Context: an optimization exercise on an open-source flow, tuned for small area, a short achievable clock period and few clock cycles. The choices shown serve that exercise and are no tape-out recipe. The RTL was checked by simulation tests, not by an equivalence proof against the original design. Power and IR drop assume default switching activity.

run 1:
==> flow/design.v (excerpt) <==
module frb_coder (
    input  wire        clk,
    input  wire        rst,
    input  wire        cmd_valid,
    output wire        cmd_ready,
    input  wire        cmd_mode,       
    input  wire [12:0] cmd_nwords,     
    input  wire        in_valid,
    output wire        in_ready,
    input  wire [63:0] in_data,
    output wire        out_valid,
    input  wire        out_ready,
    output wire [63:0] out_data,
    output wire        out_last
);
  reg         mode40;
  reg  [12:0] nwords;
  reg  [12:0] acnt_q;       
  reg         if_d, cf_d;   
  reg         wl;           
  reg         in_rdy, cmd_rdy;
  reg         d_v, d_chan, d_m40, d_hdr, d_last;
  reg  [59:0] d_d;          
  reg         c_v, c_m40, c_hdr, c_last, c_ehit;
  reg  [47:0] c_code;       
  reg  [15:0] c_tot;
  reg  [6:0]  c_chi;        
  reg  [2:0]  po;           
  reg  [55:0] pa;           
  reg         fl;           
  reg         o_v, o_l, o2_v, o2_l;
  reg  [63:0] o_w, o2_w;
  wire [2:0] c_w8   = c_m40 ? 3'd5 : 3'd6;
  wire [3:0] po_sum = {1'b0, po} + {1'b0, c_w8};
  wire       c_cmp  = po_sum[3];                  
  wire       c_need = c_hdr | c_cmp;              
  wire       c_go   = c_v & ~fl & (~c_need | ~o2_v);
  wire       f_go   = fl & ~o2_v;
  wire       push   = f_go | (c_go & c_need);
  wire [9:0]  tot_c;
  frb_tot_lo u_tot_lo (.tot(c_tot), .chi(c_chi), .code(tot_c));
  ...
export LEC_CHECK = 0
export CAP_MARGIN = 20
export CORE_MARGIN = 2
export CORE_UTILIZATION = 35
export CTS_CLUSTER_DIAMETER = 100
export CTS_CLUSTER_SIZE = 20
export GPL_TIMING_DRIVEN = 0
export SLEW_MARGIN = 20
export SYNTH_MEMORY_MAX_BITS = 65536
create_clock -name core_clock -period 45.0 [get_ports {clk}]
standard.sh (not shown) runs the stock make flow with config.mk's settings and CLKGATE_MAP_FILE= SYNTH_SCRIPT=/design/flow/synth_recipe.tcl, a recipe that flattens the netlist after the stock synthesis.
==> flow/flow/run.sh <==
#!/bin/bash
# Layout flow: the standard synthesis, then its combinational logic mapped
# again by ABC with a stronger script (flip-flops, their names and cells kept),
# then the standard layout from floorplan to finish.
set -euo pipefail
W=$(pwd)
R=$W/orfs/results/$FLOW_PLATFORM/frb_coder/base
YOSYS=$FLOW_HOME/../tools/install/yosys/bin/yosys
LIB=$FLOW_HOME/platforms/$FLOW_PLATFORM/lib/sky130_fd_sc_hd__tt_025C_1v80.lib

bash standard.sh synth > $W/std_synth.log 2>&1
cp $R/1_2_yosys.v $W/std_1_2_yosys.v
if IN=$W/std_1_2_yosys.v OUT=$W/resyn.v LIB=$LIB SCRIPT=$W/flow/resyn.abc \
   $YOSYS -c $W/flow/resyn.tcl > $W/resyn.log 2>&1; then
  cp $W/resyn.v $R/1_2_yosys.v
  rm -f $R/1_synth.odb $R/1_synth.sdc
else
  echo "resynthesis failed, keeping the standard netlist" >> $W/resyn.log
fi
bash standard.sh BUFFER_PORTS_ARGS="-buffer_cell sky130_fd_sc_hd__buf_2" SETUP_SLACK_MARGIN=34.8 finish > $W/std_finish.log 2>&1
==> flow/flow/resyn.abc <==
strash
dc2
balance
rewrite
refactor
balance
rewrite
rewrite -z
balance
refactor -z
rewrite -z
balance
dc2
dch -f
map -D 6000
topo
buffer -c -N 12
upsize -c -D 6000
dnsize -c -D 6000
==> flow/flow/resyn.tcl <==
# Maps the combinational logic of the standard synthesis's netlist again with
# ABC (flip-flop and tie cell instances kept as they are).
# Environment: IN (netlist), OUT, LIB (liberty), SCRIPT (ABC script).
set lib $::env(LIB)
set dont_use {}
set fh [open $lib r]
foreach line [split [read $fh] "\n"] {
  if {[regexp {^\s*cell\s*\(\s*"?([A-Za-z0-9_]+)"?\s*\)} $line -> name]} {
    if {[string match *lpflow* $name] || [string match *probe* $name]} {
      lappend dont_use -dont_use $name
    }
  }
}
close $fh
yosys read_liberty -ignore_miss_func $lib
yosys read_verilog -defer $::env(IN)
yosys hierarchy -top frb_coder
yosys setattr -mod -set keep_hierarchy 1 sky130_fd_sc_hd__df* sky130_fd_sc_hd__edf* sky130_fd_sc_hd__sdf* sky130_fd_sc_hd__conb_1
yosys flatten
yosys opt_clean -purge frb_coder
yosys abc -liberty $lib {*}$dont_use -script $::env(SCRIPT) frb_coder
yosys opt_clean -purge frb_coder
yosys insbuf -buf sky130_fd_sc_hd__buf_4 A X
yosys check
yosys tee -o $::env(OUT).stat stat -liberty $lib
yosys blackbox sky130_fd_sc_hd__*
yosys write_verilog -noattr -nohex -nodec $::env(OUT)
Run 1 went all the way through the flow, and no timing, DRC or antenna check failed.
Testbench counts of run 1, summed over its fixed seeds: cycles 62,280.
Input-level comparison between run 2 and run 1:
diff --git a/flow/flow/run.sh b/flow/flow/run.sh
--- a/flow/flow/run.sh
+++ b/flow/flow/run.sh
@@ -19,2 +19,2 @@
 fi
-bash standard.sh BUFFER_PORTS_ARGS="-buffer_cell sky130_fd_sc_hd__buf_2" SETUP_SLACK_MARGIN=34.8 finish > $W/std_finish.log 2>&1
+bash standard.sh BUFFER_PORTS_ARGS="-buffer_cell sky130_fd_sc_hd__buf_2" SETUP_SLACK_MARGIN=35.05 finish > $W/std_finish.log 2>&1
==> flow/flow/resyn.abc <==
strash
dc2
balance
rewrite
refactor
balance
rewrite
rewrite -z
balance
refactor -z
rewrite -z
balance
dc2
dch -f
map -D 5000
topo
buffer -c -N 12
upsize -c -D 5000
dnsize -c -D 5000
==> run summary <==
- Taking run 1 as the reference, in run 2 maximum vdd drop higher; cell count roughly the same; synthesized netlist net count roughly the same; fraction of power consumed by combinational cells lower.
- On area growth from synthesis to final layout, run 1 and run 2 are neck and neck.
- Between run 1 and run 2, the number of nets in the layout figures differ only marginally.
- | final weighted congestion in routability-driven placement | run 2 vs run 1 | 0.041 lower |
Inputs modified between run 2 and run 3:
diff --git a/flow/flow/run.sh b/flow/flow/run.sh
--- a/flow/flow/run.sh
+++ b/flow/flow/run.sh
@@ -19,2 +19,2 @@
 fi
-bash standard.sh BUFFER_PORTS_ARGS="-buffer_cell sky130_fd_sc_hd__buf_2" SETUP_SLACK_MARGIN=35.05 finish > $W/std_finish.log 2>&1
+bash standard.sh BUFFER_PORTS_ARGS="-buffer_cell sky130_fd_sc_hd__buf_2" SETUP_SLACK_MARGIN=35.2 finish > $W/std_finish.log 2>&1
==> run summary <==
Every run (run 3 and run 2) finished clean. For post-route fraction of the period consumed by the critical path, run 3 and run 2 come out practically identical. Run 3 against run 2: via count of the first global-routing pass essentially unchanged, total length of routed wires essentially unchanged, synthesized area per cell essentially unchanged, utilization after layout essentially unchanged, via count essentially unchanged. Diff run 2..run 3 | hold slack | negligible. For power, run 3 and run 2 come out practically identical. Met2 wire length, run 3 and run 2: smaller value in run 3. Run 3 and run 2 ended up with roughly the same final area. Setup slack after layout: run 3 vs run 2, no meaningful difference.
Input changes introduced in run 4 (baseline for comparison: run 3):
Settings: changing CORE_UTILIZATION from 35 to 40.
==> flow/flow/resyn.abc <==
strash
dc2
balance
rewrite
refactor
balance
rewrite
rewrite -z
balance
refactor -z
rewrite -z
balance
dc2
dch -f
map -D 6000
topo
buffer -c -N 12
upsize -c -D 6000
dnsize -c -D 6000
--- outcome ---
- Compared run 4 vs run 3, and final core utilization is up in run 4.
- Going from run 3 to run 4, clock share of power decreased 0.5 points, cell row count decreased 6.

[static timing again, ports no longer ideal]
How much do the figures lean on ideal ports? The routed layouts below were timed once more, with nothing changed but the port constraints. Step 1, drivers: a clkbuf_16 drives clk and a buf_2 each remaining input, both assumed. Step 2, shift: input delay + t, output delay - t, t = (earliest + latest rising clock arrival at the registers) / 2. This alone moves slack from input paths to output paths. Slacks: ideal ports / drivers / drivers and shift; pairs: ideal ports / drivers.
| run | shift t [ns] | setup WS [ns] | worst setup path at the end | worst slew at a driven data input, ns | pins driven straight from the clock port |
|---|---|---|---|---|---|
| run 1 | 0.633 | 34.839 / 34.768 / 34.792 | input to register | 0.08 | 1 |
| run 2 | 0.647 | 34.841 / 34.775 / 34.750 | input to register | 0.11 | 1 |
| run 3 | 0.648 | 34.840 / 34.774 / 34.750 | input to register | 0.11 | 1 |
| run 4 | 0.637 | 34.826 / 34.770 / 34.773 | input to register | 0.07 | 1 |
After both steps every run listed still meets setup and hold. The setup slack of run 2, which loses most, moves by -0.066 ns with the drivers and by -0.091 ns with both steps.
